From an optimization exercise on the open Yosys and OpenROAD flow, aimed at small area, a short achievable clock period and few clock cycles per item; shortcuts taken in it are not production practice.
Only simulation tests tie the RTL to the original design; equivalence was not proved.
Power is estimated from default activity; no workload was simulated.

## beam_pulse
module beam_pulse (
    input  wire         clk,
    input  wire         rst,
    input  wire [12:0]  cfg_pitch,         
    input  wire [1:0]   cfg_just_mode,
    input  wire [1:0]   cfg_acc_init,
    input  wire [179:0] cfg_exp,           
    input  wire [191:0] cfg_wlaw,          
    input  wire         in_valid,
    output wire         in_ready,
    input  wire [14:0]  in_x,
    input  wire [3:0]   in_level,
    input  wire [3:0]   in_level_left,     
    input  wire [3:0]   in_level_right,    
    input  wire         in_frame_start,    
    input  wire [11:0]  in_fofs,           
    input  wire [11:0]  in_fgain,          
    output reg  [11:0]  node_addr_a,
    output wire [11:0]  node_addr_b,
    input  wire [31:0]  node_data_a,
    input  wire [31:0]  node_data_b,
    output wire         out_valid,
    input  wire         out_ready,
    output reg  [12:0]  out_off,           
    output reg  [11:0]  out_gt,
    output reg  [4:0]   out_w,             
    output reg  [4:0]   out_j,             
    output reg  [20:0]  out_a,             
    output reg  [20:0]  out_e,             
    output reg  [1:0]   out_acc            
);
Settings: LEC_CHECK=0, CAP_MARGIN=20, CORE_MARGIN=2, CORE_UTILIZATION=40, PLACE_DENSITY=0.6, SLEW_MARGIN=20; clock period 16.0 ns.
standard.sh (not shown) runs the stock make flow with config.mk's settings and CLKGATE_MAP_FILE= SYNTH_SCRIPT=/design/flow/synth_recipe.tcl, a recipe that flattens the netlist after the stock synthesis.
==> flow/flow/run.sh <==
#!/bin/bash
set -euo pipefail
bash standard.sh SETUP_SLACK_MARGIN=9.5 finish > run_standard.log 2>&1
The first run finished with timing, DRC and antenna clean.
Testbench counts at the start, summed over its fixed seeds: cycles 1,704, items 1,600.
Next try:
==> flow/flow/run.sh (replaced) <==
#!/bin/bash
set -euo pipefail
bash standard.sh SETUP_SLACK_MARGIN=9.5 "BUFFER_PORTS_ARGS=-buffer_cell sky130_fd_sc_hd__buf_1" finish \
    > run_standard.log 2>&1
Effect: Area after synthesis stays the same. Total power shrinks by a few percent. Non-clock buffer count is lower by 6. Cell area goes down by a few percent. Setup slack gets worse by 0.13 ns.

---

== lane 1 ==
Another version of the RTL of beam_pulse (not shown whole).
For scale: ~470 flip-flops, roughly 610 I/O pins, roughly 55000 um2 of cells after synthesis.
==> flow/design.v (excerpt) <==
module beam_pulse (
    input  wire         clk,
    input  wire         rst,
    input  wire [12:0]  cfg_pitch,         
    input  wire [1:0]   cfg_just_mode,
    input  wire [1:0]   cfg_acc_init,
    input  wire [179:0] cfg_exp,           
    input  wire [191:0] cfg_wlaw,          
    input  wire         in_valid,
    output wire         in_ready,
    input  wire [14:0]  in_x,
    input  wire [3:0]   in_level,
    input  wire [3:0]   in_level_left,     
    input  wire [3:0]   in_level_right,    
    input  wire         in_frame_start,    
    input  wire [11:0]  in_fofs,           
    input  wire [11:0]  in_fgain,          
    output reg  [11:0]  node_addr_a,
    output wire [11:0]  node_addr_b,
    input  wire [31:0]  node_data_a,
    input  wire [31:0]  node_data_b,
    output wire         out_valid,
    input  wire         out_ready,
    output reg  [12:0]  out_off,           
  ...
==> flow/config.mk <==
export PLATFORM = sky130hd
export DESIGN_NAME = beam_pulse
export DESIGN_NICKNAME = beam_pulse
export VERILOG_FILES = /design/flow/design.v
export SDC_FILE = /design/flow/constraint.sdc
export NUM_CORES = 4
export LEC_CHECK = 0
export CAP_MARGIN = 20
export CORE_MARGIN = 2
export CORE_UTILIZATION = 40
export CTS_CLUSTER_DIAMETER = 120
export CTS_CLUSTER_SIZE = 20
export PLACE_DENSITY = 0.6
export SLEW_MARGIN = 20
==> flow/constraint.sdc <==
create_clock -name core_clock -period 16.0 [get_ports {clk}]
set_input_delay 3.2000 -clock core_clock [delete_from_list [all_inputs] [get_ports {clk}]]
set_output_delay 3.2000 -clock core_clock [all_outputs]
set_load 0.01 [all_outputs]
==> flow/flow/run.sh <==
#!/bin/bash
set -euo pipefail
bash standard.sh SETUP_SLACK_MARGIN=9 "BUFFER_PORTS_ARGS=-buffer_cell sky130_fd_sc_hd__buf_1" finish \
    > run_standard.log 2>&1
Lane 1: PASS, flow complete, no timing, DRC or antenna violations
Testbench counts of lane 1, summed over its fixed seeds: cycles 1,704, items 1,600.
What lane 2 does differently from lane 1 at the input level:
- CTS_CLUSTER_SIZE no longer set, was 20
- CTS_CLUSTER_DIAMETER no longer set, was 120
Lane 2 against lane 1: cell leakage power grew by about 1.8%; register share of total power shrank by 0.6 points; worst setup slack shrank by 0.0072 ns; cell-internal power grew by 390 uW; cell count grew by 0.66%.
Compared lane 2 vs lane 1, and via count of the first global-routing pass is up in lane 2.
Comparing lane 1 with lane 2, the total area of multi-input combinational cells came out essentially unchanged.
Total wirelength of the detailed-routed design across lane 1 and lane 2: no real change.
On summed area of non-filler cells in the final layout: between lane 1 and lane 2, it ends up lower for lane 1.
Lane 1 has a lower fraction of power consumed by the clock network than lane 2.

==> static timing again, ports no longer ideal <==
The results above use ideal ports. As a check the final layouts listed here were re-extracted and re-timed, cells and wires unchanged.
Step 1, drivers: a clkbuf_16 drives clk and a buf_2 each remaining input, both assumed.
Step 2 adds t to the input delays and takes it off the output delays; t is the mean of the earliest and latest rising clock arrival at the registers after step 1. Input paths then give back, and output paths get back, about the clock's delay inside the block.
Three values: no drivers, after step 1, after step 2; two values: the first two.
run	shift t [ns]	setup slack, ns	worst setup path at the end
the first run of note 1	0.752	8.879 / 8.842 / 8.348	input to register
the second run of note 1	0.744	8.754 / 8.754 / 8.381	input to register
lane 1	0.726	8.833 / 8.752 / 8.362	input to register
lane 2	0.712	8.826 / 8.751 / 8.375	input to register
After both steps setup and hold are still met in every run listed. For the first run of note 1, which loses most, drivers alone change the setup slack by -0.037 ns; drivers and shift together by -0.531 ns.
